Source: an optimization exercise on an open RTL-to-GDS flow (aim: small area, a short achievable clock period and few clock cycles per item). Production flows keep margins and buffers that such runs may drop. The RTL was checked by simulation tests, not by an equivalence proof against the original design. Power figures rest on the tool's default switching activity, not on a simulated workload.

## flow/config.mk

```make
export PLATFORM = sky130hd
export DESIGN_NAME = lath_eval
export DESIGN_NICKNAME = lath_eval
export VERILOG_FILES = /design/flow/design.v
export SDC_FILE = /design/flow/constraint.sdc
export NUM_CORES = 4
export LEC_CHECK = 0
export CAP_MARGIN = 20
export CORE_MARGIN = 2
export CORE_UTILIZATION = 40
export SLEW_MARGIN = 20
```

## flow/constraint.sdc

```tcl
create_clock -name core_clock -period 11.0 [get_ports {clk}]
set_input_delay 2.2000 -clock core_clock [delete_from_list [all_inputs] [get_ports {clk}]]
set_output_delay 2.2000 -clock core_clock [all_outputs]
set_load 0.01 [all_outputs]
```

## flow/design.v

```verilog
module lath_eval (
    input  wire        clk,
    input  wire        rst,
    input  wire [31:0] origin_x,       
    input  wire [31:0] origin_y,       
    input  wire [31:0] pitch_x,        
    input  wire [31:0] pitch_y,        
    input  wire [31:0] lath_pitch,     
    input  wire [31:0] phase_offset,   
    input  wire [15:0] slant_num,      
    input  wire [15:0] slant_den,      
    input  wire        in_valid,
    output wire        in_ready,
    input  wire [13:0] px,
    input  wire [12:0] py,
    input  wire [1:0]  stripe,
    input  wire [15:0] corr,           
    output reg         out_valid,
    output wire [6:0]  v,
    output reg  [31:0] m,
    output reg  [15:0] corr_o,
    output wire [47:0] xo,             
    output wire [47:0] yo              
);
    reg [31:0] lp_r;
    reg [31:0] po_r;
    reg [15:0] den_r;
    reg [16:0] nsn_r;                  
    always @(posedge clk) begin
        lp_r  <= lath_pitch;
        po_r  <= phase_offset;
        den_r <= slant_den;
        nsn_r <= -{slant_num[15], slant_num};
    end
    wire lnz = |lp_r;
    localparam A_PREI = 3'd0;
    localparam A_PRE  = 3'd1;
    localparam A_U    = 3'd2;
    localparam A_H    = 3'd3;
    localparam A_P    = 3'd4;
    localparam A_C    = 3'd5;
    localparam A_DONE = 3'd6;
    reg        a_busy;
    reg [2:0]  a_ph;
    reg [5:0]  a_cnt;
    reg        pvalid;                 
    reg [13:0] pxa;
    reg [12:0] pya;                    
    reg [15:0] corra;
    reg [53:0] acc;                    
    reg [15:0] rr;                     
    reg [40:0] kq;                     
    reg [15:0] krem;
    assign in_ready = ~a_busy;
    wire accept = in_valid & ~a_busy;
    wire        hb     = pya[12];
    wire [15:0] r_add  = (a_ph == A_PRE) ? {15'd0, kq[40]} : (hb ? krem : 16'd0);
    wire [17:0] r_t    = {1'b0, rr, 1'b0} + {2'b0, r_add};
    wire [18:0] r_s1   = {1'b0, r_t} - {3'b0, den_r};
    wire [18:0] r_s2   = {1'b0, r_t} - {2'b0, den_r, 1'b0};
    wire        c1     = ~r_s2[18];
    wire        c0     = ~c1 & ~r_s1[18];
    wire [15:0] r_next = c1 ? r_s2[15:0] : (c0 ? r_s1[15:0] : r_t[15:0]);
    wire        dbl = (a_ph == A_H);
    reg  [53:0] ay;
    reg         acin;
    always @(*) begin
        case (a_ph)
            A_U:     begin ay = ~({40'd0, pxa} << 11); acin = 1'b1; end
            A_H:     begin ay = hb ? {{13{kq[40]}}, kq} : 54'd0; acin = 1'b0; end
            A_P:     begin ay = {22'd0, po_r}; acin = |rr; end
            default: begin ay = {{26{corra[15]}}, corra, 12'd0}; acin = 1'b0; end
        endcase
    end
    wire [53:0] ax   = dbl ? {acc[52:0], c0} : acc;
    wire        ax0  = ax[0];
    wire        ci0  = dbl ? 1'b0 : acin;
    wire        as0  = ax0 ^ ay[0] ^ ci0;
    wire        ak1  = (ax0 & ay[0]) | (ax0 & ci0) | (ay[0] & ci0) | (dbl & c1);
    wire [52:0] ahi  = ax[53:1] + ay[53:1] + {52'd0, ak1};
    wire [53:0] asum = {ahi, as0};
    reg        b_busy;
    reg [4:0]  b_cnt;
    reg [32:0] br;                     
    reg [29:0] bq;                     
    reg [13:0] pxb;
    reg [13:0] pyb;
    reg [15:0] corrb;
    reg [7:0]  vq;
    reg [39:0] xacc, yacc;
    wire b_last = b_busy & (b_cnt == 5'd18);
    wire b_load = a_busy & (a_ph == A_DONE) & (~b_busy | b_last);
    wire inflight_n = accept | (a_busy & ~b_load) | b_load | (b_busy & ~b_last);
    wire        b_am  = (b_cnt == 5'd0);
    wire [33:0] lp34  = {2'b0, lp_r};
    wire [33:0] ta    = {br, bq[29]};
    wire [33:0] sa    = b_am ? ta + lp34 : ta - lp34;
    wire        qa    = ~sa[33];
    wire [32:0] ra    = (b_am ? ta[33] : qa) ? sa[32:0] : ta[32:0];
    wire [33:0] tb    = {ra, bq[28]};
    wire [33:0] sb    = tb - lp34;
    wire        qb    = ~sb[33];
    wire [32:0] rb    = qb ? sb[32:0] : tb[32:0];
    wire        o_first = (b_cnt == 5'd0);
    wire        o_org   = (b_cnt == 5'd6);
    wire        o_run   = b_busy & (b_cnt < 5'd16);
    wire        xbit    = (b_cnt == 5'd15) ? 1'b1 : pxb[13];
    wire        ybit    = (b_cnt == 5'd15) ? 1'b1 : pyb[13];
    wire [39:0] xx      = o_first ? 40'd0 : (o_org ? xacc : {xacc[38:0], 1'b0});
    wire [39:0] yx      = o_first ? 40'd0 : (o_org ? yacc : {yacc[38:0], 1'b0});
    wire [39:0] xy      = o_org ? {{8{origin_x[31]}}, origin_x} : (xbit ? {21'd0, pitch_x[18:0]} : 40'd0);
    wire [39:0] yy      = o_org ? {{8{origin_y[31]}}, origin_y} : (ybit ? {21'd0, pitch_y[18:0]} : 40'd0);
    assign v  = vq[7:1];
    assign xo = {{8{xacc[39]}}, xacc};
    assign yo = {{8{yacc[39]}}, yacc};
    always @(posedge clk) begin
        if (rst) begin
            a_busy    <= 1'b0;
            a_ph      <= A_DONE;
            a_cnt     <= 6'd0;
            pvalid    <= 1'b0;
            b_busy    <= 1'b0;
            b_cnt     <= 5'd0;
            out_valid <= 1'b0;
        end else begin
            if (accept) begin
                a_busy <= 1'b1;
                pxa    <= px;
                pya    <= py;
                corra  <= corr;
                acc    <= {27'd0, px, stripe, 11'd0};     
                rr     <= 16'd0;
                a_cnt  <= 6'd0;
                a_ph   <= pvalid ? A_U : A_PREI;
            end else if (a_busy) begin
                case (a_ph)
                    A_PREI: begin
                        kq    <= {nsn_r[15:0], 24'd0, nsn_r[16]};
                        rr    <= nsn_r[16] ? den_r - 16'd1 : 16'd0;
                        a_ph  <= A_PRE;
                        a_cnt <= 6'd0;
                    end
                    A_PRE: begin
                        kq    <= {kq[39:0], c0};
                        rr    <= r_next;
                        a_cnt <= a_cnt + 6'd1;
                        if (a_cnt == 6'd39) begin
                            krem   <= r_next;
                            rr     <= 16'd0;
                            pvalid <= 1'b1;
                            a_ph   <= A_U;
                        end
                    end
                    A_U: begin
                        acc   <= asum;
                        a_cnt <= 6'd0;
                        a_ph  <= A_H;
                    end
                    A_H: begin
                        acc   <= asum;
                        rr    <= r_next;
                        pya   <= {pya[11:0], pya[12]};
                        a_cnt <= a_cnt + 6'd1;
                        if (a_cnt == 6'd12)
                            a_ph <= A_P;
                    end
                    A_P: begin
                        acc  <= asum;
                        a_ph <= A_C;
                    end
                    A_C: begin
                        acc  <= asum;
                        a_ph <= A_DONE;
                    end
                    default: begin
                        if (b_load)
                            a_busy <= 1'b0;
                    end
                endcase
            end
            out_valid <= b_last;
            if (~inflight_n)
                pvalid <= 1'b0;
            if (b_busy & (b_cnt >= 5'd15))
                vq <= {vq[5:0], qa & lnz, qb & lnz};
            if (b_load) begin
                b_busy <= 1'b1;
                b_cnt  <= 5'd0;
                br     <= {{9{acc[53]}}, acc[53:30]};
                bq     <= acc[29:0];
                pxb    <= pxa;
                pyb    <= {1'b0, pya};
                corrb  <= corra;
            end else if (b_busy) begin
                b_cnt <= b_cnt + 5'd1;
                if (b_last)
                    b_busy <= 1'b0;
                br <= rb;
                bq <= {bq[27:0], 2'b00};
                if (b_cnt == 5'd14) begin
                    m      <= lnz ? rb[31:0] : 32'd0;
                    corr_o <= lnz ? corrb : 16'd0;
                end
                if (o_run) begin
                    xacc <= xx + xy;
                    yacc <= yx + yy;
                    if (~o_org) begin
                        pxb <= {pxb[12:0], 1'b0};
                        pyb <= {pyb[12:0], 1'b0};
                    end
                end
            end
        end
    end
endmodule
```

## flow/run.sh

```bash
#!/bin/bash
# synth_recipe.tcl (not shown) runs the flow's synth.tcl, then flattens the netlist and writes it again
# the make line also repeats each setting of config.mk as NAME=value (left out here)
make -C /OpenROAD-flow-scripts/flow DESIGN_CONFIG=/design/flow/config.mk WORK_HOME=/design/flow/orfs CLKGATE_MAP_FILE= SYNTH_SCRIPT=/design/flow/synth_recipe.tcl finish
```

==> flow_summary.ini <==
[detailed_routing]
antenna_left = 0
drtIter0Drc = 1877
drc = 0
first_pass_iters = 7
routed_wl_um = 101000
via_per_inst = 5.39
wl_per_cell_um = 18.8
vias = 29100

[clocking]
cts_setup_buffers = 0
htree_levels = 3
cts-buffers-inserted = 67
clockBufferDepth = 3
clock_latency_ns = 0.63
cts-root-buf = clkbuf_16
holdBufCountCts = 0
clk_pin_slew_ns = 0.06
clock-sinks = 528
cts_resized = 0
cts_tree = done

[critical_path]
reg2reg_to = acc[35]
worstRegToRegCells = 39
startpoint = a_ph[0]
path_delay_family = compound AO/OA/AOI/OAI gates
end_kind = register
cp_max_fo = 16
crit_buf_inv = 1
worstSetupEndpoint = acc[35]
cpPeakStageDelay_ns = 0.59
cp-start-kind = register
worst-r2r-setup-slack_ns = 1.18
cp.required_ns = 11.34
crit_slowest_cell = dfxtp_1
crit_type = reg2reg
critPathArrivalTime_ns = 10.16
regToRegStartpoint = a_ph[0]
cp.depth = 39

[timing]
finalCritPeriodShare_pct = 89.3
period_minus_slack_ns = 9.82
relSlewSlack_pct = 32.7
hold_violations = 0
finalSetupViolCount = 0
max_freq_mhz = 102
maxSlewViolCount = 0
rsz0062_at_grt = false
worst_pin_slew_ns = 1.01
whs_ns = 0.410
fin_setup_tns_ns = 0
skew_ns = 0.0249
fin_ws_ns = 1.18

[status]
status = finished clean

[run]
drv_cap = 0

[global_routing]
grt_pass1_vias = 27800
grt_overflow = 0
grt_max_degree = 80
grt_use_total_pct = 21.7
grt_antenna_before_repair = 2
grt_pass1_wl_um = 156000

[power]
p_leak_nw = 17.6
power.density_mw_per_mm2 = 254
p_sw_share_pct = 41.1
p_seq_share_pct = 25.7
p_clk_share_pct = 21.2
vdd_drop_max_uv = 480
p_int_mw = 6.40
switching_power_mw = 4.47
p_comb_share_pct = 53.1

[placed_design]
port_buffers = 398
hpwl_um = 74900
gp_congestion = 0.923
place_inst = 5275
pre_cts_ws_ns = 1.27

[yosys]
yosysSeqAreaShare_pct = 41.5
ys.flop_type = edfxtp_1
synth-edff-count = 413
ys_seq_elements = 528
netlist_area_mm2 = 0.0354
syn_area_per_cell_um2 = 9.18
yosysWarnings = 1
synthCells = 3856
syn_nets = 4388
synth.distinct_cells = 80
ys_async_sr_fraction_pct = 0

[die]
die_y_um = 302
dieWidth_um = 302
io_pins = 425
row_count = 109
die-area_mm2 = 0.0909
initial_core_util_pct = 40.2
design.core.area_mm2 = 0.0881

[finish]
stdcell_count = 5403
fin_util_pct = 48.6
nets = 4713
drive_gt1_share_pct = 5.90
areaGrowthSynthToFinish_pct = 21.0

[hold_path]
hp-class = reg2reg
min_from = vq[0]
[area by class of cell]
| class | count | area, µm² |
|---|---|---|
| timing repair buffer | 436 | 4310 |
| tap | 1165 | 1460 |
| clock inverter | 25 | 363 |
| inverter | 117 | 439 |
| clock buffer | 99 | 1950 |
| fill | 8436 | 45300 |
| sequential | 528 | 14700 |
| multi-input combinational | 3031 | 19600 |
| antenna | 2 | 5.00 |
[cells in the mapped netlist, types with 28 or more instances]
master    count  area (µm²)
o21bai_1     28         210
and2_1       82         513
a21oi_1     330        1650
mux2_2       61         687
nand4_1      30         188
inv_1       116         435
ha_1        250        3130
o21ai_0     169         846
and3_1       41         257
a21o_1      116         871
mux2i_1      51         510
dfxtp_1     115        2300
nand2_1     687        2580
nor2b_1      53         332
a211oi_1     35         263
clkbuf_1    119         447
xor2_1       95         832
o21a_1       30         225
xnor2_1     178        1560
nor3_1       78         390
nand3_1      83         415
edfxtp_1    413       12400
nand2b_1     40         250
nor2_1      268        1010
[layout by cell type (no fill, tap or decap), types with 69 or more instances in the layout]
| master | n |
|---|---|
| nand2_1 | 685 |
| edfxtp_1 | 413 |
| clkdlybuf4s50_1 | 398 |
| a21oi_1 | 329 |
| nor2_1 | 264 |
| ha_1 | 250 |
| xnor2_1 | 177 |
| o21ai_0 | 168 |
| inv_1 | 116 |
| a21o_1 | 116 |
| dfxtp_1 | 115 |
| xor2_1 | 95 |
| and2_1 | 82 |
| nand3_1 | 81 |
| nor3_1 | 77 |
| clkbuf_16 | 69 |
[through the flow]
| stage | cell area [µm²] | power (mW) |
|---|---|---|
| 4_1_cts | 42800 | 10.9 |
| 5_1_grt | 42800 | 11.7 |
| 6_report | 42800 | 10.9 |
| 3_5_place_dp | 40500 | 8.54 |
| 2_1_floorplan | 35400 | 7.14 |
| 3_3_place_gp | 40500 | 8.50 |
[power by group through the flow]
stage | logic, mW | registers (mW) | clock network [mW]
finish | 5.78 | 2.79 | 2.30
global route | 6.42 | 2.81 | 2.42
CTS | 5.74 | 2.79 | 2.36
detailed placement | 5.71 | 2.83 | 0
global placement | 5.67 | 2.83 | 0
floorplan | 4.36 | 2.78 | 0
[flip-flops by register name, summed over array words and instances (netlist names), 17 cells and up]
| name | flops |
|---|---|
| lp_r | 32 |
| acc | 54 |
| br | 33 |
| bq | 30 |
| kq | 41 |
| nsn_r | 17 |
| xacc | 40 |
| m | 32 |
| yacc | 40 |
| po_r | 32 |
[cell families (layout without fill, tap and decap cells)]
family | Yosys count | count (layout) | synth area share (%)
other | 0 | 2 | 0
muxes | 112 | 112 | 3.38
adders and majority gates | 260 | 260 | 9.40
buffers and inverters | 297 | 677 | 3.47
and+or+nand+nor | 1438 | 1438 | 18.3
DFF | 528 | 528 | 41.5
xor gates and xnor gates | 275 | 275 | 6.91
AOI/OAI and AO/OA | 946 | 946 | 17.0
[worst min-delay path by stage]
stage / end / slack (ns) / cells past startpoint
floorplan: vq[2] / 0.40 / 0
global placement: vq[2] / 0.40 / 0
detailed placement: vq[2] / 0.40 / 0
CTS: vq[2] / 0.41 / 0
global route: vq[2] / 0.42 / 0
finish: vq[2] / 0.41 / 0
[layer usage]
layer  routed length [µm]  share of wire, %  up-vias  track usage [%]
met4                 2660               2.6        0             6.41
met3                 4660               4.6      137             2.72
met2                48600                48      665             36.4
met1                45500                45    13800             29.1
met5                    0                 0        -                0
li1                     -                 -    14500                -
Testbench counts, summed over its fixed seeds: cycles 31,104, items 1,536.

-- what the ideal ports hide --
Ports are ideal in the flow. The routed layout listed here was re-timed in OpenROAD. Step 1 (the two cells are an assumption about what drives the block):
set clk [get_ports {clk}]
set_driving_cell -lib_cell sky130_fd_sc_hd__clkbuf_16 $clk
set_driving_cell -lib_cell sky130_fd_sc_hd__buf_2 [delete_from_list [all_inputs] $clk]
Step 2 times the ports against the registers' clock, not the clock port: input delays grow and output delays shrink by t, the midpoint of the rising clock arrivals with the driver on. Slacks: ideal / step 1 / step 2; pairs: ideal / step 1.
t, ns: 0.683
setup WS [ns]: 1.182 / 1.182 / 1.182
worst hold slack (ns): 0.410 / 0.410 / 0.410
worst setup path after step 2: register to register
cell pins on the clock port's net: 1
After both steps this run still meets setup and hold. For this run, drivers alone change the setup slack by 0.000 ns; drivers and shift together by 0.000 ns.
